This design comes from an exercise in tuning for small area, a short achievable clock period and few clock cycles per item on the open sky130 flow, not from production work. Only simulation tests tie the RTL to the original design; equivalence was not proved. Power is estimated from default activity; no workload was simulated.

==> design/flow/flow/run.sh <==
#!/bin/bash
# Standard layout, with plain buffers (not delay cells) on the ports.
set -euo pipefail
export BUFFER_PORTS_ARGS="-buffer_cell sky130_fd_sc_hd__buf_4"
bash standard.sh > standard_flow.log 2>&1
==> design/flow/standard.sh <==
#!/bin/bash
# synth_recipe.tcl (not shown) runs the flow's synth.tcl, then flattens the netlist and writes it again
# the make line also repeats each setting of config.mk as NAME=value (left out here)
make -C /OpenROAD-flow-scripts/flow DESIGN_CONFIG=/design/flow/config.mk WORK_HOME=/design/flow/orfs CLKGATE_MAP_FILE= SYNTH_SCRIPT=/design/flow/synth_recipe.tcl "${@:-finish}"
==> design/flow/config.mk <==
export PLATFORM = sky130hd
export DESIGN_NAME = rs544_decoder
export DESIGN_NICKNAME = rs544_decoder
export VERILOG_FILES = /design/flow/design.v
export SDC_FILE = /design/flow/constraint.sdc
export NUM_CORES = 4
export LEC_CHECK = 0
export CAP_MARGIN = 20
export CORE_MARGIN = 2
export CORE_UTILIZATION = 50
export PLACE_DENSITY = 0.65
export SLEW_MARGIN = 20
export SYNTH_MEMORY_MAX_BITS = 16384
==> design/flow/constraint.sdc <==
create_clock -name core_clock -period 12.0 [get_ports {clk}]
set_input_delay 2.4000 -clock core_clock [delete_from_list [all_inputs] [get_ports {clk}]]
set_output_delay 2.4000 -clock core_clock [all_outputs]
set_load 0.01 [all_outputs]
==> design/flow/design.v <==
module rs544_gf_inv (
    input  wire [4:0] a,
    output reg  [4:0] y
);
    always @(*) begin
        case (a)
            5'd0: y = 5'd0;
            5'd1: y = 5'd1;
            5'd2: y = 5'd18;
            5'd3: y = 5'd28;
            5'd4: y = 5'd9;
            5'd5: y = 5'd23;
            5'd6: y = 5'd14;
            5'd7: y = 5'd12;
            5'd8: y = 5'd22;
            5'd9: y = 5'd4;
            5'd10: y = 5'd25;
            5'd11: y = 5'd16;
            5'd12: y = 5'd7;
            5'd13: y = 5'd15;
            5'd14: y = 5'd6;
            5'd15: y = 5'd13;
            5'd16: y = 5'd11;
            5'd17: y = 5'd24;
            5'd18: y = 5'd2;
            5'd19: y = 5'd29;
            5'd20: y = 5'd30;
            5'd21: y = 5'd26;
            5'd22: y = 5'd8;
            5'd23: y = 5'd5;
            5'd24: y = 5'd17;
            5'd25: y = 5'd10;
            5'd26: y = 5'd21;
            5'd27: y = 5'd31;
            5'd28: y = 5'd3;
            5'd29: y = 5'd19;
            5'd30: y = 5'd20;
            5'd31: y = 5'd27;
            default: y = 5'd0;
        endcase
    end
endmodule
module rs544_decoder (
    input  wire       clk,
    input  wire       rst,
    input  wire       in_valid,
    input  wire [9:0] in_sym,
    output wire       in_ready,
    output wire       err_valid,
    output wire [9:0] err_pos,
    output wire [9:0] err_val,
    output wire       done,
    output wire       done_uncorr,
    output wire       done_marked,
    output wire [4:0] done_nerr
);
    function [9:0] gf_mul;
        input [9:0] a;
        input [9:0] b;
        reg   [19:0] p;
        integer i;
        begin
            p = 20'd0;
            for (i = 0; i < 10; i = i + 1)
                if (b[i]) p = p ^ ({10'd0, a} << i);
            for (i = 19; i >= 10; i = i - 1)
                if (p[i]) p = p ^ (20'h00409 << (i - 10));
            gf_mul = p[9:0];
        end
    endfunction
    function [4:0] gf5_mul;
        input [4:0] a;
        input [4:0] b;
        reg   [8:0] p;
        integer i;
        begin
            p = 9'd0;
            for (i = 0; i < 5; i = i + 1)
                if (b[i]) p = p ^ ({4'd0, a} << i);
            for (i = 8; i >= 5; i = i - 1)
                if (p[i]) p = p ^ (9'h025 << (i - 5));
            gf5_mul = p[4:0];
        end
    endfunction
    function [9:0] to_comp;
        input [9:0] x;
        begin
            to_comp[0] = ^(x & 10'h177);
            to_comp[1] = ^(x & 10'h188);
            to_comp[2] = ^(x & 10'h3e4);
            to_comp[3] = ^(x & 10'h2c0);
            to_comp[4] = ^(x & 10'h184);
            to_comp[5] = ^(x & 10'h0f0);
            to_comp[6] = ^(x & 10'h12a);
            to_comp[7] = ^(x & 10'h136);
            to_comp[8] = ^(x & 10'h070);
            to_comp[9] = ^(x & 10'h3bc);
        end
    endfunction
    function [9:0] from_comp;
        input [9:0] x;
        begin
            from_comp[0] = ^(x & 10'h06f);
            from_comp[1] = ^(x & 10'h05e);
            from_comp[2] = ^(x & 10'h22a);
            from_comp[3] = ^(x & 10'h238);
            from_comp[4] = ^(x & 10'h0d2);
            from_comp[5] = ^(x & 10'h13c);
            from_comp[6] = ^(x & 10'h0ee);
            from_comp[7] = ^(x & 10'h120);
            from_comp[8] = ^(x & 10'h31a);
            from_comp[9] = ^(x & 10'h1c6);
        end
    endfunction
    function [9:0] syn_step;
        input [4:0] idx;
        begin
            case (idx)
                5'd0: syn_step = 10'h001;
                5'd1: syn_step = 10'h002;
                5'd2: syn_step = 10'h004;
                5'd3: syn_step = 10'h008;
                5'd4: syn_step = 10'h010;
                5'd5: syn_step = 10'h020;
                5'd6: syn_step = 10'h040;
                5'd7: syn_step = 10'h080;
                5'd8: syn_step = 10'h100;
                5'd9: syn_step = 10'h200;
                5'd10: syn_step = 10'h009;
                5'd11: syn_step = 10'h012;
                5'd12: syn_step = 10'h024;
                5'd13: syn_step = 10'h048;
                5'd14: syn_step = 10'h090;
                5'd15: syn_step = 10'h120;
                5'd16: syn_step = 10'h240;
                5'd17: syn_step = 10'h089;
                5'd18: syn_step = 10'h112;
                5'd19: syn_step = 10'h224;
                5'd20: syn_step = 10'h041;
                5'd21: syn_step = 10'h082;
                5'd22: syn_step = 10'h104;
                5'd23: syn_step = 10'h208;
                5'd24: syn_step = 10'h019;
                5'd25: syn_step = 10'h032;
                5'd26: syn_step = 10'h064;
                5'd27: syn_step = 10'h0c8;
                5'd28: syn_step = 10'h190;
                5'd29: syn_step = 10'h320;
                default: syn_step = 10'h000;
            endcase
        end
    endfunction
    function [9:0] chien_step;
        input [4:0] idx;
        begin
            case (idx)
                5'd0: chien_step = 10'h001;
                5'd1: chien_step = 10'h002;
                5'd2: chien_step = 10'h004;
                5'd3: chien_step = 10'h008;
                5'd4: chien_step = 10'h010;
                5'd5: chien_step = 10'h020;
                5'd6: chien_step = 10'h040;
                5'd7: chien_step = 10'h080;
                5'd8: chien_step = 10'h100;
                5'd9: chien_step = 10'h200;
                5'd10: chien_step = 10'h009;
                5'd11: chien_step = 10'h012;
                5'd12: chien_step = 10'h024;
                5'd13: chien_step = 10'h048;
                5'd14: chien_step = 10'h090;
                5'd15: chien_step = 10'h120;
                default: chien_step = 10'h000;
            endcase
        end
    endfunction
    integer k;
    reg        rdy;
    reg        v1;
    reg  [9:0] d1;
    reg        first1, last1;
    reg  [9:0] icnt;
    reg        s1_full;
    localparam [1:0] S2_IDLE = 2'd0, S2_WAIT = 2'd1, S2_RUN = 2'd2, S2_DONE = 2'd3;
    reg  [1:0] s2st;
    reg        s2_cap;         
    reg  [1:0] s2st_n;
    wire       s1_full_n = (v1 && last1) || (s1_full && !s2_cap);
    wire xfer = in_valid && rdy;
    assign in_ready = rdy;
    always @(posedge clk) begin
        d1     <= in_sym;
        first1 <= (icnt == 10'd0);
        last1  <= (icnt == 10'd543);
        if (rst) begin
            rdy     <= 1'b1;
            v1      <= 1'b0;
            icnt    <= 10'd0;
            s1_full <= 1'b0;
        end else begin
            v1 <= xfer;
            if (xfer) icnt <= (icnt == 10'd543) ? 10'd0 : icnt + 10'd1;
            if (xfer && icnt == 10'd543 && s2st != S2_IDLE) rdy <= 1'b0;
            else if (s2_cap) rdy <= 1'b1;
            s1_full <= s1_full_n;
        end
    end
    reg  [9:0] syn [0:29];
    always @(posedge clk) begin
        if (v1)
            for (k = 0; k < 30; k = k + 1)
                syn[k] <= (first1 ? 10'd0 : gf_mul(syn[k], syn_step(k))) ^ d1;
    end
    reg  [3:0] ph;             
    reg  [5:0] pr;             
    reg  [4:0] rr;             
    reg  [9:0] sy  [0:29];
    reg  [19:0] lr [0:8];      
    reg  [19:0] br [0:8];      
    reg  [9:0] gam, dlt, acc, w, bprev, sa, sb;
    reg  [4:0] L;
    reg  [3:0] wk;
    reg        wv;
    reg        s0one;
    reg        s3_load;
    reg  [1:0] s3st;
    wire       bm     = (s2st == S2_RUN) && (pr < 6'd30);
    reg        first;          
    reg        c0, c8;         
    reg  [15:0] oh;            
    reg         par;           
    wire [9:0] lam_h0 = first ? {9'd0, c0} : lr[0][9:0];
    wire [9:0] lam_h1 = first ? 10'd0      : lr[0][19:10];
    wire [9:0] b_h0   = first ? {9'd0, c0} : br[0][9:0];
    wire [9:0] b_h1   = first ? 10'd0      : br[0][19:10];
    wire [9:0] bp     = c0 ? 10'd0 : bprev;
    wire       cond   = bm && (dlt != 10'd0) && ({L, 1'b0} <= pr);
    wire [9:0] lam_n0 = gf_mul(gam, lam_h0) ^ gf_mul(dlt, bp);
    wire [9:0] lam_n1 = gf_mul(gam, lam_h1) ^ gf_mul(dlt, b_h0);
    wire       wsel   = wv && (ph == {1'b0, wk[3:1]});
    wire [9:0] b_n0   = bm ? (cond ? lam_h0 : bp)   : ((wsel && !wk[0]) ? w : b_h0);
    wire [9:0] b_n1   = bm ? (cond ? lam_h1 : b_h0) : ((wsel &&  wk[0]) ? w : b_h1);
    wire [9:0] p0     = gf_mul(lr[8][9:0], sa);
    wire [9:0] p1     = gf_mul(lr[8][19:10], sb);
    wire [9:0] res    = acc ^ p0 ^ p1;
    reg  [4:0] rr_n;
    always @(*) begin
        rr_n = rr;
        if (s2_cap) rr_n = 5'd1;
        else if (s2st == S2_RUN && c8) rr_n = (pr == 6'd29) ? 5'd0 : rr + 5'd1;
    end
    reg  [9:0] sa_n, sb_n, xl, xh, yh;
    always @(*) begin
        xl = 10'd0;
        xh = 10'd0;
        yh = 10'd0;
        for (k = 0; k < 15; k = k + 1) begin
            xl = xl | (sy[2*k]   & {10{oh[k]}});
            xh = xh | (sy[2*k+1] & {10{oh[k]}});
            yh = yh | (sy[2*k+1] & {10{oh[k+1]}});
        end
        sa_n = par ? xh : xl;
        sb_n = par ? xl : yh;
    end
    always @(posedge clk) begin
        for (k = 0; k < 8; k = k + 1) begin
            lr[k] <= lr[k+1];
            br[k] <= br[k+1];
        end
        lr[8] <= c8 ? 20'd0 : {lam_n1, lam_n0};
        br[8] <= c8 ? 20'd0 : {b_n1, b_n0};
        bprev <= b_h1;
        sa    <= sa_n;
        sb    <= sb_n;
        acc   <= c0 ? 10'd0 : res;
        rr <= rr_n;
        oh  <= c8 ? (16'd1 << rr_n[4:1]) : {1'b0, oh[15:1]};
        par <= c8 ? rr_n[0] : par;
        if (s2_cap) begin
            for (k = 0; k < 30; k = k + 1) sy[k] <= syn[k];
            dlt   <= syn[0];
            s0one <= (syn[0] == 10'd1);
            gam   <= 10'd1;
            L     <= 5'd0;
            pr    <= 6'd0;
            wv    <= 1'b0;
        end else if (s2st == S2_RUN && c8) begin
            pr <= pr + 6'd1;
            if (pr < 6'd29) begin
                if (cond) begin
                    gam <= dlt;
                    L   <= pr[4:0] + 5'd1 - L;
                end
                dlt <= res;
            end else if (pr == 6'd29) begin
                if (cond) L <= 5'd30 - L;
                gam <= 10'd1;
                dlt <= 10'd0;
            end else begin
                w   <= res;
                wk  <= pr[3:0] - 4'd14;    
                wv  <= 1'b1;
            end
        end
    end
    always @(*) begin
        s2st_n = s2st;
        case (s2st)
            S2_IDLE: if (s2_cap) s2st_n = c8 ? S2_RUN : S2_WAIT;
            S2_WAIT: if (c8) s2st_n = S2_RUN;
            S2_RUN:  if (c8 && pr == 6'd44) s2st_n = S2_DONE;
            S2_DONE: if (s3_load) s2st_n = S2_IDLE;
        endcase
    end
    always @(posedge clk) begin
        if (rst) begin
            ph    <= 4'd0;
            c0    <= 1'b1;
            c8    <= 1'b0;
            first <= 1'b0;
            s2st  <= S2_IDLE;
            s2_cap <= 1'b0;
            s3_load <= 1'b0;
        end else begin
            ph <= c8 ? 4'd0 : ph + 4'd1;
            c0 <= c8;
            c8 <= (ph == 4'd7);
            if ((s2st == S2_IDLE && s2_cap && c8) || (s2st == S2_WAIT && c8)) first <= 1'b1;
            else if (c8) first <= 1'b0;
            s3_load <= c8 && !s3_load && (s3st == S3_IDLE) &&
                       (s2st == S2_DONE || (s2st == S2_RUN && pr == 6'd44));
            s2st   <= s2st_n;
            s2_cap <= s1_full_n && (s2st_n == S2_IDLE);
        end
    end
    localparam [1:0] S3_IDLE = 2'd0, S3_RUN = 2'd1, S3_DRAIN = 2'd2, S3_OUT = 2'd3;
    reg  [9:0] t [0:15];
    reg  [9:0] u [0:14];
    reg  [9:0] pcnt;           
    reg  [4:0] L3;
    reg        mk3;
    reg  [4:0] nf;
    reg        r1v;
    reg  [4:0] on;             
    reg        ocorr;
    reg  [3:0] oi;
    reg  [9:0] lam_sum, lam_odd, om_sum;
    always @(*) begin
        lam_sum = 10'd0;
        lam_odd = 10'd0;
        om_sum  = 10'd0;
        for (k = 0; k < 16; k = k + 1) begin
            lam_sum = lam_sum ^ t[k];
            if (k % 2 == 0) lam_odd = lam_odd ^ t[k];
        end
        for (k = 0; k < 15; k = k + 1)
            om_sum = om_sum ^ u[k];
    end
    reg        ev;             
    reg        r1last;
    wire       root   = (lam_sum == 10'd0);
    wire       skip   = mk3 || L3[4] || (L3 == 5'd0);
    wire [4:0] nf_inc = nf + {4'd0, r1v};
    wire       stop   = skip || (nf_inc == L3) || r1last;
    reg  [9:0] r1pos, r1lo, r1om;
    reg        r2v;
    reg  [9:0] r2pos;
    reg  [4:0] r2p1, r2p0, r2di;
    wire [9:0] ca = r1lo;
    wire [9:0] co = r1om;
    wire [4:0] a1 = ca[9:5], a0 = ca[4:0];
    wire [4:0] o1 = co[9:5], o0 = co[4:0];
    wire [4:0] dd = gf5_mul(a1, a1) ^ gf5_mul(a1, a0) ^ gf5_mul(a0, a0);
    wire [4:0] ddi;
    rs544_gf_inv u_inv (.a(dd), .y(ddi));
    wire [4:0] m1 = gf5_mul(o1, a1);
    wire [4:0] m0 = gf5_mul(o0, a0 ^ a1);
    wire [4:0] m2 = gf5_mul(o0 ^ o1, a0);
    wire [9:0] fval = from_comp({gf5_mul(r2p1, r2di), gf5_mul(r2p0, r2di)});
    reg  [9:0] e_pos [0:14];
    reg  [9:0] e_val [0:14];
    reg        e_shift;        
    reg        o_ev, o_done, o_unc, o_mk;
    reg  [9:0] o_pos, o_val;
    reg  [4:0] o_nerr;
    always @(posedge clk) begin
        if (s3_load) begin
            for (k = 0; k < 8; k = k + 1) begin
                t[15-2*k] <= lr[k][9:0];
                t[14-2*k] <= lr[k][19:10];
            end
            for (k = 0; k < 7; k = k + 1) begin
                u[14-2*k] <= br[k][9:0];
                u[13-2*k] <= br[k][19:10];
            end
            u[0] <= w;
            pcnt  <= 10'd543;
            L3    <= L;
            mk3   <= s0one && (L == 5'd1) && (lr[0][9:0] == 10'd1) && (lr[0][19:10] == 10'h3df);
            nf    <= 5'd0;
        end else begin
            for (k = 0; k < 16; k = k + 1) t[k] <= gf_mul(t[k], chien_step(k));
            for (k = 0; k < 15; k = k + 1) u[k] <= gf_mul(u[k], chien_step(k+1));
            pcnt <= pcnt - 10'd1;
            if (s3st == S3_RUN) nf <= nf_inc;
        end
        r1pos <= pcnt;
        r1lo  <= to_comp(lam_odd);
        r1om  <= to_comp(om_sum);
        r2pos <= r1pos;
        r2p1  <= m2 ^ m0;
        r2p0  <= m0 ^ m1;
        r2di  <= ddi;
        if (e_shift) begin
            e_pos[0] <= r2pos;
            e_val[0] <= fval;
            for (k = 1; k < 15; k = k + 1) begin
                e_pos[k] <= e_pos[k-1];
                e_val[k] <= e_val[k-1];
            end
        end
        o_pos <= e_pos[14];
        o_val <= e_val[14];
    end
    always @(posedge clk) begin
        if (rst) begin
            s3st   <= S3_IDLE;
            r1v    <= 1'b0;
            r1last <= 1'b0;
            ev     <= 1'b0;
            r2v    <= 1'b0;
            e_shift <= 1'b0;
            o_ev   <= 1'b0;
            o_done <= 1'b0;
        end else begin
            r1v    <= ev && !skip && root;
            r1last <= ev && (pcnt == 10'd0);
            ev     <= s3_load || (ev && (s3st == S3_RUN) && !stop && (pcnt != 10'd0));
            r2v    <= r1v;
            e_shift <= r1v || (ocorr && (on != 5'd0) &&
                               ((s3st == S3_DRAIN) || (s3st == S3_OUT && oi != 4'd14)));
            o_ev   <= 1'b0;
            o_done <= 1'b0;
            case (s3st)
                S3_IDLE: if (s3_load) s3st <= S3_RUN;
                S3_RUN: if (stop) begin
                    on    <= skip ? 5'd0 : nf_inc;
                    ocorr <= !mk3 && !L3[4] && (skip || nf_inc == L3);
                    o_mk  <= mk3;
                    oi    <= 4'd0;
                    s3st  <= S3_DRAIN;
                end
                S3_DRAIN: s3st <= S3_OUT;
                S3_OUT: begin
                    if (ocorr && on != 5'd0) begin
                        o_ev <= ({1'b0, oi} >= 5'd15 - on);
                        oi   <= oi + 4'd1;
                        if (oi == 4'd14) begin
                            o_done <= 1'b1;
                            s3st   <= S3_IDLE;
                        end
                    end else begin
                        o_done <= 1'b1;
                        s3st   <= S3_IDLE;
                    end
                    o_unc  <= !ocorr && !o_mk;
                    o_nerr <= ocorr ? on : 5'd0;
                end
            endcase
        end
    end
    assign err_valid   = o_ev;
    assign err_pos     = o_pos;
    assign err_val     = o_val;
    assign done        = o_done;
    assign done_uncorr = o_unc;
    assign done_marked = o_mk;
    assign done_nerr   = o_nerr;
endmodule
==> reports/qor.yml, run 1 <==
fin_area_um2: 88420
worstHoldStart: "br[7][19]"
routed_via_density: 5.361
ant_nets: 0
antenna_found_initial: 0
die-area_um2: 163200
first_pass_iters: 6
fin_util_pct: 55.77
crit_fanout: 2
fp-row-count: 146
leakage_uw: 0.03027
cp.buffers_inverters: 1
pre_cts_ws_ns: 7.987
globalplace.congestion: 0.8943
die_w_um: 404.0
grt_use_met1_pct: 31.84
yosys-top-cells-area: "edfxtp_1 (36%), dfxtp_1 (22%), xnor2_1 (15%)"
start_kind: "register"
synth-main-ff-cell: "edfxtp_1"
syn_nets: 6881
dieHeight_um: 404.0
cts_hold_buf: 0
grtUsageMet2_pct: 37.44
synth-seq-cells: 1836
synth.top_cell.area_share_pct: 36.23
drc: 0
start_util_pct: 50.45
cts_tree: "done"
crit_chain: "buf_4"
crit_path_top_delay_cell: "edfxtp_1"
clock_latency_ns: 0.85
rsz0062_at_grt: "false"
initialDrtViolationCount: 4675
slowest_delay_ns: 0.42
syn_area_um2: 79990
ys_top_cells_by_count: "xnor2_1 (1372), nand2_1 (970), edfxtp_1 (965)"
cp-startpoint: "o_mk"
cts_num_sinks: 1836
diodes: 0
vias: 48075
synth-edff-count: 965
clockBufferDepth: 3
netlist_instances: 6822
wl_per_cell_um: 21.25
yosysMostFrequentCell: "xnor2_1"
ios: 43
coreArea_um2: 158600
grt_usage_pct: 23.22
slew_viol_final: 0
htree_num_levels: 4
fin_ws_ns: 8.190
avgSynthCellArea_um2: 11.73
cts-root-buf: "clkbuf_16"
placed_cell_area_um2: 81930
worstSetupPathType: "reg -> out"
ys_seq_area_share_pct: 58.03
cp_top_family: "flip-flops"
synth_cell_types: 69
nNetsFinal: 6791
tns_ns: 0
async_flop_share_pct: 0
tightest_slew_ns: 1.203
yosys_warnings: 10
period_minus_slack_ns: 3.810
syn_to_final_growth_pct: 10.54
drive_gt1_share_pct: 8.194
hold_violations: 0
grt_max_degree: 210
portBuffers: 42
worstSetupEndpointType: "output port"
holdCritPathClass: "reg -> reg"
pwr_density_cell_nw_per_um2: 304.6
grtUsageMet3_pct: 3.739
cts.clk_slew.worst_paths_ns: 0.06
grt_overflow: 0
fmax_mhz: 262.5
required_ns: 9.60
slew_headroom_pct: 19.77
grt_pass1_wl_um: 290900
ctsResizeCount: 0
cts-buffers-inserted: 186
status: "no timing/DRC/antenna violations"
crit-reg2reg-launch: "s2_cap"
hpwl_um: 122200
wirelength_um: 190500
setup_violations: 0
finClkSkew_ns: 0.05577
top_usage_layer: "met2"
cap_violations: 0
grt_pass1_vias: 47330
critPathArrivalTime_ns: 1.41
yosys.area.top_type: "edfxtp_1"
cts_setup_buffers: 0
irDropWorstVdd_mv: 0.5039
period_share_pct: 31.75
sequential cells by signal (all words and copies together), names as in the netlist, 16 cells and up:
signal / cells
oh: 16
u: 150
sy: 300
syn: 300
t: 160
e_pos: 150
br: 180
lr: 180
e_val: 150
placed cells by master, fill, tap and decap left out, types with 10 or more instances in the layout:
cell type,Yosys,final
xnor2_1,1372,1370
nand2_1,970,970
edfxtp_1,965,965
dfxtp_1,871,846
xor2_1,609,609
nor2_1,434,434
o21ai_0,217,217
clkbuf_16,0,198
a22oi_1,184,184
mux2_2,111,111
buf_4,3,98
nand2b_1,92,92
nand4_1,64,64
a21oi_1,63,63
inv_1,53,53
clkbuf_1,264,52
ha_1,45,45
mux2i_1,36,36
clkbuf_8,0,33
xnor3_1,30,30
a22o_1,29,29
nor2b_1,27,27
a211oi_1,27,27
nand3_1,25,25
nor3b_1,24,24
clkinv_2,0,20
and2_1,19,19
xnor2_2,15,17
dfxtp_2,0,17
o22ai_1,15,15
clkinv_1,1,15
a221oi_1,13,13
nor4_1,13,13
nand3b_1,11,11
a222oi_1,10,10
a311oi_1,10,10
final timing paths:
path,endpoint,slack (ns),cells after the start
setup / recovery,done_marked,8.19,1
hold reg to reg,br[6][19],0.33,0
setup reg to reg,dlt[8],8.78,4
hold / removal,br[6][19],0.33,0
kinds of logic (layout without fill, tap and decap cells):
logic type / after synthesis / count (layout) / share of synthesized area [%]
xor+xnor: 2030 / 2030 / 22.96
buf+inv: 438 / 511 / 2.210
fa+ha+maj: 46 / 46 / 0.7289
compound gates: 602 / 602 / 4.888
flops: 1836 / 1836 / 58.03
mux: 149 / 149 / 2.069
simple gates: 1721 / 1721 / 9.114
final cells by class:
| class | count | area [um^2] |
|---|---|---|
| clock buffer | 284 | 5612 |
| clock inverter | 67 | 803.3 |
| fill | 13163 | 70140 |
| inverter | 55 | 206.4 |
| multi-input combinational | 4548 | 31850 |
| sequential | 1836 | 46470 |
| tap | 2072 | 2592 |
| timing repair buffer | 105 | 890.9 |
routing by layer:
| layer | part of all wire (%) | routed length [um] |
|---|---|---|
| met5 | 0 | 0 |
| met3 | 6.4 | 12190 |
| met2 | 47 | 89160 |
| met1 | 44 | 83030 |
| met4 | 3.2 | 6162 |
where the power goes:
| part | leakage [uW] | internal [uW] | switching, uW | total [uW] |
|---|---|---|---|---|
| logic | 0.0111 | 6000 | 5920 | 11900 |
| registers | 0.0160 | 7910 | 1180 | 9090 |
| clock network | 0.00313 | 3420 | 2500 | 5910 |
| total | 0.0303 | 17300 | 9600 | 26900 |
per-stage QoR:
stage / hold WS, ns / total power, uW / cells
floorplan: 0.3096 / 18820 / 6822
global placement: 0.3103 / 21060 / 8614
detailed placement: 0.3121 / 21230 / 8614
CTS: 0.3257 / 27220 / 8965
global route: 0.3298 / 28530 / 8967
finish: 0.3254 / 26930 / 8967
Testbench counts, summed over its fixed seeds: cycles 75,564, codewords 128.
==> inputs of run 2 (changes only) <==
--- a/design/flow/config.mk
+++ b/design/flow/config.mk
@@ -8,6 +8,9 @@
 export CAP_MARGIN = 20
 export CORE_MARGIN = 2
 export CORE_UTILIZATION = 50
+export CTS_BUF_LIST = sky130_fd_sc_hd__clkbuf_8
+export CTS_CLUSTER_DIAMETER = 50
+export CTS_CLUSTER_SIZE = 16
 export PLACE_DENSITY = 0.65
 export SLEW_MARGIN = 20
 export SYNTH_MEMORY_MAX_BITS = 16384
==> run 2 against run 1 <==
  * Still clean
  * Synthesized area is the same
  * Final cell count shrank 0.55%
  * First-iteration DRC count shrank 3.6%
  * Wire length shrank 0.74%
  * Largest power group unchanged
==> reports/qor.yml, run 2 <==
cts-root-buf: "clkbuf_8"
holdCritPathClass: "reg -> reg"
cts-buffers-inserted: 165
ant_nets: 0
rsz0062_at_grt: "false"
initialDrtViolationCount: 4508
ff2ff_path_depth: 4
dieHeight_um: 404.0
slowest_delay_ns: 0.43
vias: 47782
first_pass_iters: 6
tns_ns: 0
holdPathStages: 0
yosys-top-cells-area: "edfxtp_1 (36%), dfxtp_1 (22%), xnor2_1 (15%)"
status: "no timing/DRC/antenna violations"
portBuffers: 42
yosysMostFrequentCell: "xnor2_1"
synth_cell_types: 69
drive_gt1_share_pct: 7.774
syn_to_final_growth_pct: 7.069
coreArea_um2: 158600
wirelength_um: 189100
final_common_cell: "xnor2_1"
worstSetupPathType: "reg -> out"
die-area_um2: 163200
yosys_warnings: 10
irDropWorstVdd_mv: 0.5025
p_int_uw: 15630
min_to: "br[4][2]"
seq_area_um2: 46470
synth.top_cell.area_share_pct: 36.23
slew_headroom_pct: 17.54
htree_num_levels: 4
nNetsFinal: 6769
swShare_pct: 37.37
ios: 43
cts_num_sinks: 1836
start_util_pct: 50.45
cp.buffers_inverters: 1
synth-edff-count: 965
pwr_density_cell_nw_per_um2: 291.3
period_share_pct: 32.71
netlist_instances: 6822
tightest_slew_ns: 1.237
routed_via_density: 5.358
placed_cell_area_um2: 81930
hpwl_um: 122200
crit-reg2reg-launch: "s2_cap"
power.share.clock_pct: 16.0
fp-row-count: 146
synth-seq-cells: 1836
cts_setup_buffers: 0
cp_top_family: "flip-flops"
grt_pass1_wl_um: 287600
crit_path_top_delay_cell: "edfxtp_1"
drc: 0
async_flop_share_pct: 0
ys_seq_area_share_pct: 58.03
slew_viol_final: 0
worstSetupEndpointType: "output port"
dp.cells: 8614
p_seq_share_pct: 36.4
die_w_um: 404.0
leakage_uw: 0.02909
clockBufferDepth: 3
synth-main-ff-cell: "edfxtp_1"
worstHoldStart: "br[5][2]"
syn_nets: 6881
fmax_mhz: 254.8
setup_violations: 0
fin_area_um2: 85640
cts_hold_buf: 0
grt_max_degree: 210
antenna_found_initial: 3
ctsResizeCount: 0
crit_chain: "buf_4"
cap_violations: 0
rr_endpoint: "dlt[8]"
syn_area_um2: 79990
grt_overflow: 0
fin_cells: 8918
start_kind: "register"
multi_input_area_um2: 31850
reg2reg_slack_ns: 8.80
avgSynthCellArea_um2: 11.73
clock_latency_ns: 0.96
final_cell_mix: "xnor2_1 (1370), nand2_1 (970), edfxtp_1 (965)"
fillers: 13501
wl_per_cell_um: 21.21
critPathArrivalTime_ns: 1.52
cts_tree: "done"
finClkSkew_ns: 0.05467
yosys.area.top_type: "edfxtp_1"
cts.clk_slew.worst_paths_ns: 0.10
required_ns: 9.60
crit_fanout: 2
top_regs: "sy: 300 flops, syn: 300 flops"
hold_violations: 0
p_comb_share_pct: 47.7
period_minus_slack_ns: 3.925
grt_usage_pct: 22.98
power.switching_uw: 9324
grt_pass1_vias: 46737
globalplace.congestion: 0.8943
ys_top_cells_by_count: "xnor2_1 (1372), nand2_1 (970), edfxtp_1 (965)"
## run 2: changes by cell type in the layout (fill, tap and decap cells not counted), moves of 9 or more
cell,change
clkinv_2,-11
clkinv_8,+13
clkbuf_1,-52
clkbuf_8,+139
clkinvlp_4,+9
inv_6,+12
clkbuf_16,-198
inv_1,+41
## run 2: worst max path at each step
| stage | startpoint | to | slack [ns] | depth (start not counted) |
|---|---|---|---|---|
| 2_1_floorplan | s2_cap | dlt[3] | 3.71 | 4 |
| 3_3_place_gp | rst | oi[0] | 8.12 | 2 |
| 3_5_place_dp | rst | oi[3] | 7.99 | 2 |
| 4_1_cts | o_mk | done_marked | 7.97 | 1 |
| 5_1_grt | o_mk | done_marked | 7.98 | 1 |
| 6_report | o_mk | done_marked | 8.08 | 1 |
## run 2: through the flow
stage	hold slack, ns	setup slack, ns	power [uW]	util (%)
after floorplan	0.3096	3.709	18820	-
after global placement	0.3103	8.118	21060	51.67
after detailed placement	0.3121	7.987	21230	51.67
after CTS	0.3249	7.973	25250	53.98
after global routing	0.3311	7.984	26540	54.01
final	0.3288	8.075	24950	54.01
## run 2: per-layer routing
| layer | global-route usage [%] | vias to the layer above | routed length [um] |
|---|---|---|---|
| li1 | - | 22469 | - |
| met1 | 31.57 | 23273 | 82190 |
| met2 | 36.96 | 1648 | 88170 |
| met3 | 3.829 | 390 | 12640 |
| met4 | 7.829 | 2 | 6081 |
| met5 | 0 | - | 56 |
## run 2: kinds of logic (layout without fill, tap and decap cells)
family | count (synthesis) | in the layout | share of synthesized area (%)
simple gates | 1721 | 1721 | 9.114
mux | 149 | 149 | 2.069
other cells | 0 | 3 | 0
fa+ha+maj | 46 | 46 | 0.7289
flops | 1836 | 1836 | 58.03
xor+xnor | 2030 | 2030 | 22.96
compound gates | 602 | 602 | 4.888
buf+inv | 438 | 459 | 2.210
## run 2: layout make-up
| cell class | instances | area share (%) |
|---|---|---|
| diodes | 3 | 0.008766 |
| clock buffers | 172 | 2.764 |
| clock inverters | 128 | 1.506 |
| inverters | 55 | 0.2411 |
| multi-input cells | 4548 | 37.19 |
| flip-flops and latches | 1836 | 54.25 |
| well taps | 2072 | 3.027 |
| repair buffers | 104 | 1.008 |
## run 2: power by group through the flow
stage | clock, uW | combinational (uW) | sequential [uW]
6_report | 3980 | 11900 | 9080
5_1_grt | 4320 | 13000 | 9200
4_1_cts | 4100 | 12100 | 9080
3_5_place_dp | 0 | 12000 | 9220
3_3_place_gp | 0 | 11800 | 9210
2_1_floorplan | 0 | 10200 | 8650
## run 2: worst reg2reg max path, cell delays in order, from the launching register on
cell	delay, ns
dfxtp_4	0.84
buf_4	0.72
buf_12	0.65
nor2_1	0.49
a22o_1	0.27
==> inputs of run 3 (changes only) <==
--- a/design/flow/config.mk
+++ b/design/flow/config.mk
@@ -8,9 +8,9 @@
 export CAP_MARGIN = 20
 export CORE_MARGIN = 2
 export CORE_UTILIZATION = 50
-export CTS_BUF_LIST = sky130_fd_sc_hd__clkbuf_8
-export CTS_CLUSTER_DIAMETER = 50
-export CTS_CLUSTER_SIZE = 16
+export CTS_BUF_LIST = sky130_fd_sc_hd__clkbuf_16
+export CTS_CLUSTER_DIAMETER = 80
+export CTS_CLUSTER_SIZE = 25
 export PLACE_DENSITY = 0.65
 export SLEW_MARGIN = 20
 export SYNTH_MEMORY_MAX_BITS = 16384
==> run 3 against run 2 <==
  * Still clean on timing, DRC and antenna
  * First-iteration DRC count increased by 0.49%
  * Register-to-register slack barely moved
  * Wire length shrank 0.54%
  * Critical endpoint unchanged
  * Largest cell class unchanged
==> reports/qor.yml, run 3 <==
yosys.area.top_type: "edfxtp_1"
netlist_instances: 6822
final_common_cell: "xnor2_1"
slowest_delay_ns: 0.43
status: "no timing/DRC/antenna violations"
crit_chain: "buf_4"
cap_violations: 0
cts-buffers-inserted: 100
multi_input_area_um2: 31850
globalplace.congestion: 0.8943
dieHeight_um: 404.0
async_flop_share_pct: 0
drc: 0
syn_nets: 6881
first_pass_iters: 6
slew_headroom_pct: 22.36
final_cell_mix: "xnor2_1 (1370), nand2_1 (970), edfxtp_1 (965)"
synth-seq-cells: 1836
required_ns: 9.60
cts_tree: "done"
nNetsFinal: 6705
fin_ws_ns: 8.237
grt_pass1_wl_um: 286100
ys_top_cells_by_count: "xnor2_1 (1372), nand2_1 (970), edfxtp_1 (965)"
coreArea_um2: 158600
crit-reg2reg-launch: "s2_cap"
min_to: "br[6][19]"
pwr_density_cell_nw_per_um2: 291.6
worstSetupEndpointType: "output port"
grt_pass1_vias: 46126
wl_per_cell_um: 21.38
synth_cell_types: 69
irDropWorstVdd_mv: 0.5035
grt_use_met1_pct: 31.55
clock_latency_ns: 0.79
cts-root-buf: "clkbuf_16"
period_minus_slack_ns: 3.763
leakage_uw: 0.02886
start_kind: "register"
ant_nets: 0
grtUsageMet3_pct: 2.956
worstHoldStart: "br[7][19]"
hold_violations: 0
ys_seq_area_share_pct: 58.03
ctsResizeCount: 0
yosysMostFrequentCell: "xnor2_1"
fin_hold_ws_ns: 0.3217
synth-edff-count: 965
wirelength_um: 188100
total_power_uw: 24900
worstSetupPathType: "reg -> out"
die-area_um2: 163200
holdPathStages: 0
cts_num_sinks: 1836
finClkSkew_ns: 0.05261
top_regs: "sy: 300 flops, syn: 300 flops"
grt_usage_pct: 22.81
setup_violations: 0
period_share_pct: 31.36
pre_cts_ws_ns: 7.987
critPathArrivalTime_ns: 1.36
top_usage_layer: "met2"
rr_endpoint: "dlt[8]"
die_w_um: 404.0
synth-main-ff-cell: "edfxtp_1"
ios: 43
crit_path_top_delay_cell: "edfxtp_1"
cp.buffers_inverters: 1
dp.cells: 8614
hpwl_um: 122200
rsz0062_at_grt: "false"
syn_to_final_growth_pct: 6.762
yosys_warnings: 10
fp-row-count: 146
fin_cells: 8798
fillers: 13468
clockBufferDepth: 3
cts_setup_buffers: 0
antenna_found_initial: 2
cp_top_family: "flip-flops"
routed_via_density: 5.385
tightest_slew_ns: 1.165
slew_viol_final: 0
avgSynthCellArea_um2: 11.73
grtUsageMet2_pct: 37.09
seq_area_um2: 46470
cts_hold_buf: 0
grt_overflow: 0
syn_area_um2: 79990
crit_fanout: 2
tns_ns: 0
ff2ff_path_depth: 4
cts.clk_slew.worst_paths_ns: 0.10
yosys-top-cells-area: "edfxtp_1 (36%), dfxtp_1 (22%), xnor2_1 (15%)"
start_util_pct: 50.45
initialDrtViolationCount: 4530
fmax_mhz: 265.7
htree_num_levels: 3
holdCritPathClass: "reg -> reg"
vias: 47381
drive_gt1_share_pct: 6.483
synth.top_cell.area_share_pct: 36.23
grt_max_degree: 210
reg2reg_slack_ns: 8.79
portBuffers: 42
==> run 3: layout make-up <==
type / count / area share [%]
clock buffers: 101 / 2.960
flip-flops and latches: 1836 / 54.41
well taps: 2072 / 3.036
inverters: 55 / 0.2417
multi-input cells: 4548 / 37.30
repair buffers: 105 / 1.043
diodes: 1 / 0.002930
clock inverters: 80 / 1.009
==> run 3: metrics by stage <==
| step | cell area, um^2 | util (%) |
|---|---|---|
| 4_1_cts | 85320 | 53.81 |
| 3_3_place_gp | 81930 | 51.67 |
| 6_report | 85400 | 53.86 |
| 2_1_floorplan | 79990 | - |
| 3_5_place_dp | 81930 | 51.67 |
| 5_1_grt | 85400 | 53.86 |
==> run 3: how the worst max path moves through the flow <==
stage                       from           to  slack, ns  cells after the start
after floorplan           s2_cap       dlt[3]       3.71                      4
after global placement       rst        oi[0]       8.12                      2
after detailed placement     rst        oi[3]       7.99                      2
after CTS                   o_mk  done_marked       8.18                      1
after global routing        o_mk  done_marked       8.20                      1
final                       o_mk  done_marked       8.24                      1
==> run 3: layer usage <==
| metal | part of all wire [%] | wire, um | vias up |
|---|---|---|---|
| met1 | 44 | 82770 | 23181 |
| met4 | 3.4 | 6488 | 2 |
| met3 | 5.8 | 10890 | 351 |
| li1 | - | - | 22309 |
| met5 | 0.0069 | 13 | - |
| met2 | 47 | 87940 | 1538 |
==> run 3: where the power goes <==
group | switching [uW] | internal, uW | total, uW
clock network | 2210 | 1680 | 3890
logic | 5930 | 6000 | 11900
registers | 1180 | 7900 | 9080
==> run 3: cells by family (layout without fill, tap and decap cells) <==
kind of cell | Yosys count | after routing | share of synthesized area (%)
compound gates | 602 | 602 | 4.888
xor+xnor | 2030 | 2030 | 22.96
fa+ha+maj | 46 | 46 | 0.7289
buf+inv | 438 | 341 | 2.210
flops | 1836 | 1836 | 58.03
mux | 149 | 149 | 2.069
other cells | 0 | 1 | 0
simple gates | 1721 | 1721 | 9.114
==> inputs of run 4 (changes only) <==
--- a/design/flow/design.v
+++ b/design/flow/design.v
@@ -362,9 +362,8 @@
     wire       skip   = mk3 || L3[4] || (L3 == 5'd0);
     wire [4:0] nf_inc = nf + {4'd0, r1v};
     wire       stop   = skip || (nf_inc == L3) || r1last;
-    reg  [9:0] r1pos, r1lo, r1om;
+    reg  [9:0] r1lo, r1om;
     reg        r2v;
-    reg  [9:0] r2pos;
     reg  [4:0] r2p1, r2p0, r2di;
     wire [9:0] ca = r1lo;
     wire [9:0] co = r1om;
@@ -381,7 +380,6 @@
     reg  [9:0] e_val [0:14];
     reg        e_shift;        
     reg        o_ev, o_done, o_unc, o_mk;
-    reg  [9:0] o_pos, o_val;
     reg  [4:0] o_nerr;
     always @(posedge clk) begin
         if (s3_load) begin
@@ -404,23 +402,19 @@
             pcnt <= pcnt - 10'd1;
             if (s3st == S3_RUN) nf <= nf_inc;
         end
-        r1pos <= pcnt;
         r1lo  <= to_comp(lam_odd);
         r1om  <= to_comp(om_sum);
-        r2pos <= r1pos;
         r2p1  <= m2 ^ m0;
         r2p0  <= m0 ^ m1;
         r2di  <= ddi;
         if (e_shift) begin
-            e_pos[0] <= r2pos;
+            e_pos[0] <= pcnt + 10'd2;    
             e_val[0] <= fval;
             for (k = 1; k < 15; k = k + 1) begin
                 e_pos[k] <= e_pos[k-1];
                 e_val[k] <= e_val[k-1];
             end
         end
-        o_pos <= e_pos[14];
-        o_val <= e_val[14];
     end
     always @(posedge clk) begin
         if (rst) begin
@@ -438,7 +432,7 @@
             ev     <= s3_load || (ev && (s3st == S3_RUN) && !stop && (pcnt != 10'd0));
             r2v    <= r1v;
             e_shift <= r1v || (ocorr && (on != 5'd0) &&
-                               ((s3st == S3_DRAIN) || (s3st == S3_OUT && oi != 4'd14)));
+                               ((s3st == S3_DRAIN) || (s3st == S3_OUT && oi < 4'd13)));
             o_ev   <= 1'b0;
             o_done <= 1'b0;
             case (s3st)
@@ -446,32 +440,40 @@
                 S3_RUN: if (stop) begin
                     on    <= skip ? 5'd0 : nf_inc;
                     ocorr <= !mk3 && !L3[4] && (skip || nf_inc == L3);
-                    o_mk  <= mk3;
                     oi    <= 4'd0;
                     s3st  <= S3_DRAIN;
                 end
-                S3_DRAIN: s3st <= S3_OUT;
-                S3_OUT: begin
+                S3_DRAIN: begin
+                    s3st <= S3_OUT;
                     if (ocorr && on != 5'd0) begin
-                        o_ev <= ({1'b0, oi} >= 5'd15 - on);
+                        o_ev <= (on == 5'd15);
+                    end else begin
+                        o_done <= 1'b1;
+                        o_unc  <= !ocorr && !mk3;
+                        o_mk   <= mk3;
+                        o_nerr <= 5'd0;
+                    end
+                end
+                S3_OUT: begin
+                    if (ocorr && on != 5'd0 && oi != 4'd14) begin
                         oi   <= oi + 4'd1;
-                        if (oi == 4'd14) begin
+                        o_ev <= ({1'b0, oi} + 5'd1 >= 5'd15 - on);
+                        if (oi == 4'd13) begin
                             o_done <= 1'b1;
-                            s3st   <= S3_IDLE;
+                            o_unc  <= 1'b0;
+                            o_mk   <= 1'b0;
+                            o_nerr <= on;
                         end
                     end else begin
-                        o_done <= 1'b1;
-                        s3st   <= S3_IDLE;
+                        s3st <= S3_IDLE;
                     end
-                    o_unc  <= !ocorr && !o_mk;
-                    o_nerr <= ocorr ? on : 5'd0;
                 end
             endcase
         end
     end
     assign err_valid   = o_ev;
-    assign err_pos     = o_pos;
-    assign err_val     = o_val;
+    assign err_pos     = e_pos[14];
+    assign err_val     = e_val[14];
     assign done        = o_done;
     assign done_uncorr = o_unc;
     assign done_marked = o_mk;
==> run 4 against run 3 <==
  * Largest cell class unchanged
  * Setup slack better by 0.076 ns
  * Utilization shrank 0.33 points
  * Sequential power is 3.3% lower
  * Combinational power about the same
  * Clock skew grew 0.0027 ns
  * Wire length shrank 0.55%
  * Synthesized area fell by 0.50%
  * Maximum frequency is 2.0% higher
==> reports/qor.yml, run 4 <==
tns_ns: 0
final_cell_mix: "xnor2_1 (1386), edfxtp_1 (965), nand2_1 (965)"
cts-root-buf: "clkbuf_16"
ys_seq_area_share_pct: 57.31
ant_nets: 0
clockBufferDepth: 3
critPathArrivalTime_ns: 1.29
setup_violations: 0
p_seq_share_pct: 36.0
crit_end: "done_nerr[0]"
cts-buffers-inserted: 95
globalplace.congestion: 0.8886
leakage_uw: 0.02870
async_flop_share_pct: 0
cts_setup_buffers: 0
holdCritPathClass: "reg -> reg"
required_ns: 9.60
grt_pass1_vias: 46130
p_int_uw: 15330
synth-edff-count: 965
grt_pass1_wl_um: 286200
synth-main-ff-cell: "edfxtp_1"
clock_latency_ns: 0.77
netlist_instances: 6819
crit-reg2reg-launch: "s3_load"
hold_violations: 0
finClkSkew_ns: 0.05532
yosys-top-cells-area: "edfxtp_1 (36%), dfxtp_1 (21%), xnor2_1 (15%)"
status: "no timing/DRC/antenna violations"
ff2ff_path_depth: 3
antenna_found_initial: 0
grt_max_degree: 184
ys_top_cells_by_count: "xnor2_1 (1386), edfxtp_1 (965), nand2_1 (965)"
ctsResizeCount: 0
crit_chain: "buf_4"
p_comb_share_pct: 48.6
yosys.area.top_type: "edfxtp_1"
drc: 0
synth-seq-cells: 1796
slew_headroom_pct: 18.91
worstSetupPathType: "reg -> out"
wl_per_cell_um: 21.29
synth_cell_types: 73
cap_violations: 0
rr_endpoint: "u[7][2]"
vias: 47221
wirelength_um: 187100
reg2reg_slack_ns: 8.66
cp.depth: 1
cts_hold_buf: 0
worstSetupEndpointType: "output port"
pwr_density_cell_nw_per_um2: 288.1
crit_path_top_delay_cell: "edfxtp_1"
yosys_warnings: 10
cp_top_family: "flip-flops"
syn_area_um2: 79590
fp-row-count: 146
coreArea_um2: 158200
cp.buffers_inverters: 1
cts_num_sinks: 1796
routed_via_density: 5.375
portBuffers: 42
avgSynthCellArea_um2: 11.67
slowest_delay_ns: 0.38
nNetsFinal: 6703
fillers: 13491
cp-startpoint: "o_nerr[0]"
drive_gt1_share_pct: 6.300
grt_usage_pct: 22.84
ios: 43
first_pass_iters: 6
power.switching_uw: 9071
crit_fanout: 1
start_util_pct: 50.31
tightest_slew_ns: 1.216
irDropWorstVdd_mv: 0.7460
final_common_cell: "xnor2_1"
slew_viol_final: 0
start_kind: "register"
synth.top_cell.area_share_pct: 36.41
period_share_pct: 30.73
die-area_um2: 162400
hpwl_um: 124200
cts_tree: "done"
initialDrtViolationCount: 4775
grt_overflow: 0
power.share.clock_pct: 15.4
syn_to_final_growth_pct: 6.405
top_regs: "sy: 300 flops, syn: 300 flops"
htree_num_levels: 3
period_minus_slack_ns: 3.688
swShare_pct: 37.18
yosysMostFrequentCell: "xnor2_1"
diodes: 0
cts.clk_slew.worst_paths_ns: 0.09
rsz0062_at_grt: "false"
syn_nets: 6885
die_w_um: 403.0
total_power_uw: 24400
fmax_mhz: 271.2
dieHeight_um: 403.0
## run 4: changes by cell type after synthesis, moves of 10 or more
cell,before,now
dfxtp_1,871,831
clkbuf_1,264,245
a22oi_1,184,167
buf_2,89,104
xnor2_1,1372,1386
xor2_1,609,596
a221oi_1,13,23
nor3_1,10,20
## run 4: logic make-up after synthesis
group,Yosys count,synth area share [%]
xor gates and xnor gates,2036,23.20
DFF,1796,57.31
and+or+nand+nor,1726,9.215
AOI/OAI and AO/OA,608,4.960
buffers and inverters,449,2.341
muxes,151,2.135
adders and majority gates,53,0.8426
## run 4: how the worst min path moves through the flow
stage	start	end	slack (ns)	cells past startpoint
5_1_grt	br[8][2]	br[7][2]	0.34	0
4_1_cts	br[8][0]	br[7][0]	0.33	0
2_1_floorplan	br[7][0]	br[6][0]	0.31	0
3_5_place_dp	br[8][0]	br[7][0]	0.31	0
6_report	br[3][17]	br[2][17]	0.33	0
3_3_place_gp	br[8][6]	br[7][6]	0.31	0
## run 4: layer usage
| layer | vias up | share of wire (%) | GRT usage (%) |
|---|---|---|---|
| met5 | - | 0 | 0 |
| met4 | 0 | 3.4 | 7.346 |
| met3 | 348 | 5.9 | 2.903 |
| met2 | 1506 | 47 | 37.10 |
| met1 | 23073 | 44 | 31.82 |
| li1 | 22294 | - | - |
## run 4: layout make-up
type,instances,area (um^2),share of cell area [%]
Clock inverter,77,812.0,0.9589
Sequential cell,1796,45660,53.92
Clock buffer,97,2427,2.866
Tap cell,2072,2592,3.061
Multi-Input combinational cell,4574,32130,37.94
Inverter,64,240.2,0.2837
Timing Repair Buffer,106,820.8,0.9692
## run 4: power groups by stage
stage / sequential [uW] / combinational [uW] / clock, uW
2_1_floorplan: 8470 / 10000 / 0
3_3_place_gp: 8900 / 11900 / 0
3_5_place_dp: 8920 / 12000 / 0
4_1_cts: 8780 / 12100 / 3850
5_1_grt: 8900 / 13100 / 4060
6_report: 8780 / 11900 / 3760
## run 4: metrics by stage
step           setup slack [ns]  utilization [%]  cells  cell area (um^2)  hold WS [ns]
5_1_grt                   8.238            53.53   8786             84690        0.3401
2_1_floorplan             3.661                -   6819             79590        0.3096
3_3_place_gp              8.133            51.48   8612             81450        0.3127
6_report                  8.312            53.53   8786             84690        0.3292
3_5_place_dp              8.055            51.48   8612             81450        0.3121
4_1_cts                   8.239            53.53   8786             84690        0.3340
Testbench counts of run 4, summed over its fixed seeds: cycles 75,556, codewords 128.
==> inputs of run 5 (changes only) <==
==> design/flow/flow/run.sh (replaced) <==
#!/bin/bash
# Standard layout, with plain buffers (not delay cells) on the ports, and
# timing repair pushed to leave 8.5 ns of setup slack where it can.
set -euo pipefail
export BUFFER_PORTS_ARGS="-buffer_cell sky130_fd_sc_hd__buf_4"
export SETUP_SLACK_MARGIN=8.5
bash standard.sh > standard_flow.log 2>&1
==> run 5 against run 4 <==
  * Non-clock buffer count rose by 1
  * Still clean on timing, DRC and antenna
  * Utilization is essentially flat
  * Largest cell class unchanged
  * Clock-buffer cell count decreased by 1
  * Flip-flop and latch count is the same
==> reports/qor.yml, run 5 <==
ys_seq_area_share_pct: 57.31
cp.buffers_inverters: 1
netlist_instances: 6819
antenna_found_initial: 3
portBuffers: 42
period_minus_slack_ns: 3.687
die_w_um: 403.0
globalplace.congestion: 0.9167
grt_max_degree: 240
cts-buffers-inserted: 93
slowest_delay_ns: 0.40
multi_input_area_um2: 32150
wl_per_cell_um: 21.40
ant_nets: 0
slew_viol_final: 0
cts_tree: "done"
tightest_slew_ns: 1.215
yosys.area.top_type: "edfxtp_1"
diodes: 0
htree_num_levels: 3
start_kind: "register"
fillers: 13550
critPathArrivalTime_ns: 1.29
synth_cell_types: 73
crit_end: "err_pos[7]"
yosysMostFrequentCell: "xnor2_1"
drt-met1-wl_um: 82660
vias: 47413
drc: 0
reg2reg_slack_ns: 8.73
wirelength_um: 188000
synth.top_cell.area_share_pct: 36.41
final_common_cell: "xnor2_1"
fin_area_um2: 84630
async_flop_share_pct: 0
syn_to_final_growth_pct: 6.335
fp-row-count: 146
rsz0062_at_grt: "true"
clock_latency_ns: 0.76
holdCritPathClass: "reg -> reg"
yosys_warnings: 10
grt_pass1_wl_um: 286900
period_share_pct: 30.72
grt_pass1_vias: 45964
crit_path_top_delay_cell: "edfxtp_1"
hpwl_um: 123800
crit_chain: "buf_6"
coreArea_um2: 158200
syn_area_um2: 79590
drive_gt1_share_pct: 6.271
cts_num_sinks: 1796
pwr_density_cell_nw_per_um2: 285.1
crit_fanout: 1
status: "no timing/DRC/antenna violations"
irDropWorstVdd_mv: 0.8805
cp-startpoint: "e_pos[14][7]"
crit-reg2reg-launch: "c8"
synth-edff-count: 965
nNetsFinal: 6702
dieHeight_um: 403.0
avgSynthCellArea_um2: 11.67
slew_headroom_pct: 18.87
cts.clk_slew.worst_paths_ns: 0.09
wl_met2_um: 87700
cts-root-buf: "clkbuf_16"
leakage_uw: 0.02865
synth-main-ff-cell: "edfxtp_1"
start_util_pct: 50.31
cp.depth: 1
grt_overflow: 0
fmax_mhz: 271.2
cap_violations: 0
rr_endpoint: "oh[1]"
yosys-top-cells-area: "edfxtp_1 (36%), dfxtp_1 (21%), xnor2_1 (15%)"
finClkSkew_ns: 0.03809
ys_top_cells_by_count: "xnor2_1 (1386), edfxtp_1 (965), nand2_1 (965)"
grt_usage_pct: 22.92
synth-seq-cells: 1796
required_ns: 9.60
first_pass_iters: 7
syn_nets: 6885
dr_wl_met3_um: 11330
worstSetupPathType: "reg -> out"
highest-signal-layer: "met5"
tns_ns: 0
hold_violations: 0
worstSetupEndpointType: "output port"
ios: 43
final_cell_mix: "xnor2_1 (1386), edfxtp_1 (965), nand2_1 (965)"
setup_violations: 0
clockBufferDepth: 3
cts_hold_buf: 0
die-area_um2: 162400
initialDrtViolationCount: 4880
top_regs: "sy: 300 flops, syn: 300 flops"
ff2ff_path_depth: 8
routed_via_density: 5.397
placed_cell_area_um2: 81460
seq_area_um2: 45660
cp_top_family: "flip-flops"
run 5: metal layers:
layer	vias to the layer above	global-route usage, %
met1	23124	32.18
li1	22299	-
met2	1615	37.05
met5	-	0
met3	373	2.903
met4	2	7.188
run 5: what timing repair did:
item	in CTS	in global routing
endpoints found under the setup margin	138	143
setup buffers	1	0
gates resized for setup	22	14
pin swaps	0	0
run 5: worst min-delay path by stage:
stage                    from        end  cells past startpoint  slack (ns)
detailed placement  br[7][16]  br[6][16]                      0        0.31
global route        br[7][16]  br[6][16]                      0        0.33
global placement    br[7][11]  br[6][11]                      0        0.31
CTS                 br[7][16]  br[6][16]                      0        0.32
finish              br[7][16]  br[6][16]                      0        0.32
floorplan            br[7][0]   br[6][0]                      0        0.31
run 5: layout make-up:
class,count,area share [%]
clock buffer,96,2.839
sequential,1796,53.95
multi-input combinational,4574,37.98
clock inverter,76,0.7525
tap,2072,3.063
timing repair buffer,107,1.129
inverter,64,0.2839
run 5: kinds of logic (layout without fill, tap and decap cells):
group	count (synthesis)	count (layout)	synth area share, %
XOR/XNOR	2036	2036	23.20
flip-flops	1796	1796	57.31
AND/OR/NAND/NOR	1726	1726	9.215
AO/OA/AOI/OAI	608	608	4.960
buffers and inverters	449	343	2.341
multiplexers	151	151	2.135
adder cells (fa/ha/maj)	53	53	0.8426
run 5: power by group:
group | internal [uW] | total [uW] | switching [uW]
combinational | 5950 | 11700 | 5770
clock | 1560 | 3620 | 2060
sequential | 7730 | 8780 | 1050
total | 15200 | 24100 | 8880
run 5: metrics by stage:
step	total power [uW]	cells	utilization, %	hold slack [ns]	setup WS (ns)
after detailed placement	20790	8612	51.49	0.3121	8.199
after floorplan	18490	6819	-	0.3096	8.542
after global placement	20620	8611	51.48	0.3134	8.311
after CTS	24440	8785	53.46	0.3222	8.234
final	24120	8785	53.50	0.3174	8.313
after global routing	25770	8785	53.50	0.3253	8.242
==> inputs of run 6 (changes only) <==
==> design/flow/flow/run.sh (replaced) <==
#!/bin/bash
# Standard layout, with plain buffers (not delay cells) on the ports.
set -euo pipefail
export BUFFER_PORTS_ARGS="-buffer_cell sky130_fd_sc_hd__buf_4"
bash standard.sh > standard_flow.log 2>&1
--- a/design/flow/config.mk
+++ b/design/flow/config.mk
@@ -9,8 +9,8 @@
 export CORE_MARGIN = 2
 export CORE_UTILIZATION = 50
 export CTS_BUF_LIST = sky130_fd_sc_hd__clkbuf_16
-export CTS_CLUSTER_DIAMETER = 80
-export CTS_CLUSTER_SIZE = 25
+export CTS_CLUSTER_DIAMETER = 100
+export CTS_CLUSTER_SIZE = 30
 export PLACE_DENSITY = 0.65
 export SLEW_MARGIN = 20
 export SYNTH_MEMORY_MAX_BITS = 16384
==> run 6 against run 5 <==
  * Largest power group unchanged
  * Utilization down 0.55 points
  * Clock skew up 0.014 ns
  * Critical path depth unchanged
  * Die area unchanged
  * Critical path type unchanged
  * Power down 1.5%
  * Flip-flop and latch count unchanged
  * Highest routed layer unchanged
  * Clock power down 14%
  * Final cell count down 0.47%
  * First-iteration DRC count up 0.41%
  * Register-to-register slack worse by 0.05 ns
  * Wire length down 0.63%
==> reports/qor.yml, run 6 <==
start_util_pct: 50.31
ant_nets: 0
slowest_delay_ns: 0.39
synth-seq-cells: 1796
cts_hold_buf: 0
rsz0062_at_grt: "false"
hold_violations: 0
p_comb_share_pct: 49.9
grt_usage_pct: 22.76
grt_pass1_vias: 45789
yosys-top-cells-area: "edfxtp_1 (36%), dfxtp_1 (21%), xnor2_1 (15%)"
power.switching_uw: 8893
swShare_pct: 37.42
ios: 43
pre_cts_ws_ns: 8.055
p_seq_share_pct: 36.9
vias: 47001
coreArea_um2: 158200
finClkSkew_ns: 0.05197
wl_per_cell_um: 21.36
ctsResizeCount: 0
yosys.area.top_type: "edfxtp_1"
avgSynthCellArea_um2: 11.67
cts_tree: "done"
ys_top_cells_by_count: "xnor2_1 (1386), edfxtp_1 (965), nand2_1 (965)"
final_cell_mix: "xnor2_1 (1386), edfxtp_1 (965), nand2_1 (965)"
diodes: 0
cts.clk_slew.worst_paths_ns: 0.11
antenna_found_initial: 1
initialDrtViolationCount: 4900
synth-edff-count: 965
first_pass_iters: 6
period_minus_slack_ns: 3.678
synth.top_cell.area_share_pct: 36.41
cp_top_family: "flip-flops"
final_common_cell: "xnor2_1"
worstSetupPathType: "reg -> out"
cap_violations: 0
fin_ws_ns: 8.322
dp.cells: 8612
pwr_density_cell_nw_per_um2: 283.7
irDropWorstVdd_mv: 0.7461
globalplace.congestion: 0.8886
cts_num_sinks: 1796
fmax_mhz: 271.9
cts_setup_buffers: 0
syn_area_um2: 79590
routed_via_density: 5.375
nNetsFinal: 6682
p_int_uw: 14870
cts-buffers-inserted: 74
crit_chain: "buf_4"
worstSetupEndpointType: "output port"
synth_cell_types: 73
cts-root-buf: "clkbuf_16"
tns_ns: 0
power.share.clock_pct: 13.2
synth-main-ff-cell: "edfxtp_1"
grt_pass1_wl_um: 285000
fp-row-count: 146
crit_fanout: 1
drive_gt1_share_pct: 5.606
wirelength_um: 186800
die-area_um2: 162400
slew_headroom_pct: 22.05
yosysMostFrequentCell: "xnor2_1"
tightest_slew_ns: 1.169
ys_seq_area_share_pct: 57.31
slew_viol_final: 0
grt_overflow: 0
yosys_warnings: 10
portBuffers: 42
async_flop_share_pct: 0
crit_path_top_delay_cell: "edfxtp_1"
clock_latency_ns: 0.75
fillers: 13617
multi_input_area_um2: 32130
drc: 0
hpwl_um: 124200
period_share_pct: 30.65
syn_nets: 6885
htree_num_levels: 3
clockBufferDepth: 3
required_ns: 9.60
critPathArrivalTime_ns: 1.28
syn_to_final_growth_pct: 5.235
grt_max_degree: 184
start_kind: "register"
dieHeight_um: 403.0
total_power_uw: 23760
leakage_uw: 0.02827
seq_area_um2: 45660
status: "no timing/DRC/antenna violations"
holdCritPathClass: "reg -> reg"
top_regs: "sy: 300 flops, syn: 300 flops"
cp.buffers_inverters: 1
setup_violations: 0
netlist_instances: 6819
die_w_um: 403.0
fin_cells: 8744
## run 6: changes by cell type in the layout (fill, tap and decap cells not counted), sizes merged
| cell | delta |
|---|---|
| buf | -1 |
| bufinv | -2 |
| clkbuf | -22 |
| clkinvlp | -2 |
| inv | -8 |
| clkinv | -6 |
## run 6: routing by layer
| layer | vias up | wire length, um | GRT usage [%] |
|---|---|---|---|
| met2 | 1463 | 88020 | 37.17 |
| met4 | 2 | 5816 | 6.847 |
| met5 | - | 10 | 0 |
| li1 | 22211 | - | - |
| met1 | 23007 | 82380 | 31.79 |
| met3 | 318 | 10550 | 2.780 |
## run 6: per-stage QoR
stage	utilization [%]	hold slack (ns)	area [um^2]
after global routing	52.94	0.3223	83760
after CTS	52.94	0.3265	83750
after detailed placement	51.48	0.3121	81450
after floorplan	-	0.3096	79590
after global placement	51.48	0.3127	81450
final	52.94	0.3220	83760
## run 6: logic make-up after synthesis
family	count (synthesis)	synth area share [%]
adder cells (fa/ha/maj)	53	0.8426
XOR/XNOR	2036	23.20
multiplexers	151	2.135
AO/OA/AOI/OAI	608	4.960
AND/OR/NAND/NOR	1726	9.215
flip-flops	1796	57.31
buffers and inverters	449	2.341
## run 6: cell type report
type / instances / area share, %
Tap cell: 2072 / 3.095
Clock inverter: 58 / 0.5453
Timing Repair Buffer: 106 / 0.9800
Sequential cell: 1796 / 54.52
Clock buffer: 74 / 2.211
Inverter: 64 / 0.2868
Multi-Input combinational cell: 4574 / 38.37
## run 6: final timing paths
path | depth (start not counted) | to | start | slack [ns]
max | 1 | done_nerr[0] | o_nerr[0] | 8.32
min | 0 | lr[5][13] | lr[6][13] | 0.32
max reg2reg | 3 | u[7][2] | s3_load | 8.68
min reg2reg | 0 | lr[5][13] | lr[6][13] | 0.32
## run 6: power groups by stage
stage	Combinational, uW	Sequential, uW	Clock (uW)
2_1_floorplan	10000	8470	0
3_3_place_gp	11900	8900	0
3_5_place_dp	12000	8920	0
4_1_cts	12100	8780	3220
5_1_grt	13100	8900	3410
6_report	11900	8780	3130
==> inputs of run 7 (changes only) <==
--- a/design/flow/config.mk
+++ b/design/flow/config.mk
@@ -7,10 +7,10 @@
 export LEC_CHECK = 0
 export CAP_MARGIN = 20
 export CORE_MARGIN = 2
-export CORE_UTILIZATION = 50
+export CORE_UTILIZATION = 65
 export CTS_BUF_LIST = sky130_fd_sc_hd__clkbuf_16
-export CTS_CLUSTER_DIAMETER = 100
+export CTS_CLUSTER_DIAMETER = 90
 export CTS_CLUSTER_SIZE = 30
-export PLACE_DENSITY = 0.65
+export PLACE_DENSITY = 0.75
 export SLEW_MARGIN = 20
 export SYNTH_MEMORY_MAX_BITS = 16384
==> run 7 against run 6 <==
  * Clock skew is 0.012 ns lower
  * Clock-buffer cell count is 4 lower
  * Final cell count shrank 5.2%
  * First-iteration DRC count up 16%
  * Synthesized area stayed put
  * Maximum frequency is 8.8% lower
  * Utilization rose by 15 points
  * Combinational power is essentially flat
  * Setup slack got worse by 0.35 ns
  * Critical endpoint is now u[11][2]
  * Global-route usage up 6.1 points
==> reports/qor.yml, run 7 <==
status: "no timing/DRC/antenna violations"
syn_area_um2: 79590
ant_nets: 0
routed_via_density: 5.759
required_ns: 12.59
synth_top_family_by_area: "XOR/XNOR gates"
cts.clk_slew.worst_paths_ns: 0.12
cts_num_sinks: 1796
cts-buffers-inserted: 70
ys_seq_area_share_pct: 57.31
synth.top_cell.area_share_pct: 36.41
syn_to_final_growth_pct: 4.259
synth_cell_types: 73
wl_per_cell_um: 22.13
ctsResizeCount: 0
drive_gt1_share_pct: 5.344
syn_nets: 6885
leakage_uw: 0.02817
cts_setup_buffers: 0
clockBufferDepth: 3
pwr_density_cell_nw_per_um2: 285.2
grt_pass1_wl_um: 279700
async_flop_share_pct: 0
avgSynthCellArea_um2: 11.67
die-area_um2: 125300
final_common_cell: "xnor2_1"
rsz0062_at_grt: "false"
nNetsFinal: 6674
worstHoldStart: "br[7][19]"
clock_latency_ns: 0.72
dieHeight_um: 353.9
start_util_pct: 65.39
ys_top_cells_by_count: "xnor2_1 (1386), edfxtp_1 (965), nand2_1 (965)"
synth-simple-area-share_pct: 9.215
cap_violations: 0
grt_pass1_vias: 46037
synth-edff-count: 965
htree_num_levels: 3
finClkSkew_ns: 0.04019
fillers: 8996
min_to: "br[6][19]"
holdCritPathClass: "reg -> reg"
grt_usage_pct: 28.89
start_kind: "register"
worstSetupPathType: "reg -> reg"
dp.cells: 8161
hpwl_um: 122200
fin_cells: 8289
grt_overflow: 0
ff2ff_path_depth: 4
crit_fanout: 102
yosys-top-cells-area: "edfxtp_1 (36%), dfxtp_1 (21%), xnor2_1 (15%)"
synth-xor-area-share_pct: 23.20
cts_tree: "done"
reg2reg_slack_ns: 7.97
top_regs: "sy: 300 flops, syn: 300 flops"
vias: 47739
cts_hold_buf: 0
irDropWorstVdd_mv: 0.6454
netlist_instances: 6819
die_w_um: 353.9
antenna_found_initial: 1
synth-main-ff-cell: "edfxtp_1"
portBuffers: 42
total_power_uw: 23660
yosysMostFrequentCell: "xnor2_1"
period_share_pct: 33.59
crit-reg2reg-launch: "s3_load"
globalplace.congestion: 0.9228
yosys_warnings: 10
slew_headroom_pct: 23.62
final_cell_mix: "xnor2_1 (1386), edfxtp_1 (965), nand2_1 (965)"
cts-root-buf: "clkbuf_16"
ios: 43
coreArea_um2: 121700
synth-compound-area-share_pct: 4.960
fmax_mhz: 248.1
fp-row-count: 128
synth-seq-cells: 1796
yosys.area.top_type: "edfxtp_1"
holdPathStages: 0
tns_ns: 0
hold_violations: 0
slew_viol_final: 0
synth_adder_area_share_pct: 0.8426
grt_max_degree: 179
period_minus_slack_ns: 4.031
rr_endpoint: "u[11][2]"
wirelength_um: 183400
first_pass_iters: 8
drc: 0
muxShareOfSynthArea_pct: 2.135
setup_violations: 0
initialDrtViolationCount: 5664
critPathArrivalTime_ns: 4.62
worstSetupEndpointType: "register"
tightest_slew_ns: 1.146
## run 7: worst max-delay path: stages, from the launching register on
cell and delay [ns]:
dfxtp_4 0.92, buf_4 0.82, buf_4 0.77, buf_4 0.79, mux2_2 0.41
## run 7: worst max-delay path by stage
stage,endpoint,startpoint,slack (ns),cells past startpoint
after floorplan,dlt[3],s2_cap,3.66,4
after global placement,u[9][0],s3_load,8.06,5
after detailed placement,oi[0],rst,7.91,2
after CTS,u[11][2],s3_load,8.00,4
after global routing,u[9][1],s3_load,7.66,5
final,u[11][2],s3_load,7.97,4
## run 7: layout make-up
cell class / count / area (um^2) / share of cell area [%]
Sequential cell: 1796 / 45660 / 55.02
Multi-Input combinational cell: 4574 / 32130 / 38.72
Tap cell: 1625 / 2033 / 2.450
Clock buffer: 70 / 1752 / 2.111
Timing Repair Buffer: 102 / 790.8 / 0.9530
Clock inverter: 56 / 371.6 / 0.4478
Inverter: 64 / 240.2 / 0.2895
Antenna cell: 2 / 5.005 / 0.006031
## run 7: power breakdown
group | switching, uW | total, uW | internal [uW]
combinational | 5910 | 11900 | 5940
sequential | 1080 | 8810 | 7730
clock | 1860 | 2990 | 1130
## run 7: kinds of logic (layout without fill, tap and decap cells)
logic type	count (synthesis)	count (layout)
and+or+nand+nor	1726	1726
AOI/OAI and AO/OA	608	608
adders and majority gates	53	53
muxes	151	151
xor gates and xnor gates	2036	2036
buffers and inverters	449	292
DFF	1796	1796
other	0	2
## run 7: per-stage QoR
step / setup slack, ns / area (um^2) / hold WS (ns) / util, %
floorplan: 3.661 / 79590 / 0.3096 / -
global placement: 8.060 / 80850 / 0.3122 / 66.42
detailed placement: 7.914 / 80850 / 0.3121 / 66.42
CTS: 7.998 / 82970 / 0.3263 / 68.17
global route: 7.662 / 82970 / 0.3391 / 68.17
finish: 7.969 / 82980 / 0.3220 / 68.17
## run 7: per-layer routing
metal	track usage, %	part of all wire [%]
met2	47.62	48
met4	10.35	3.9
met1	39.80	42
met5	0	0
met3	3.351	6.5

separate check: timing with driven ports:
The flow's constraints put no driver on any port. The routed layouts listed below were extracted and timed again, unchanged, in two steps.
Step 1: set_driving_cell puts a clkbuf_16 on clk and a buf_2 on each other input, an assumption about the parent block.
Step 2 moves the port delays by t, midway between the first and last clock arrival at a register: inputs arrive t later, outputs are due t later. That takes back most of the time a late clock gives input paths.
a / b / c = ideal / step 1 / step 2; a / b = the first two.
run | shift t [ns] | setup slack, ns | worst register clock-pin slew, ns | worst slew at a driven data input, ns
run 1 | 0.897 | 8.190 / 8.111 / 8.180 | 0.07 / 0.07 | 0.04
run 2 | 0.996 | 8.075 / 8.001 / 8.186 | 0.11 / 0.11 | 0.04
run 3 | 0.847 | 8.237 / 8.157 / 8.171 | 0.10 / 0.10 | 0.04
run 4 | 0.828 | 8.312 / 8.231 / 8.114 | 0.10 / 0.10 | 0.03
run 5 | 0.820 | 8.313 / 8.233 / 8.183 | 0.10 / 0.10 | 0.03
run 6 | 0.808 | 8.322 / 8.241 / 8.129 | 0.12 / 0.12 | 0.03
run 7 | 0.777 | 7.969 / 7.969 / 7.969 | 0.12 / 0.12 | 0.03
After both steps every run listed still meets setup and hold. For run 4, which loses most, drivers alone change the setup slack by -0.081 ns; drivers and shift together by -0.198 ns.
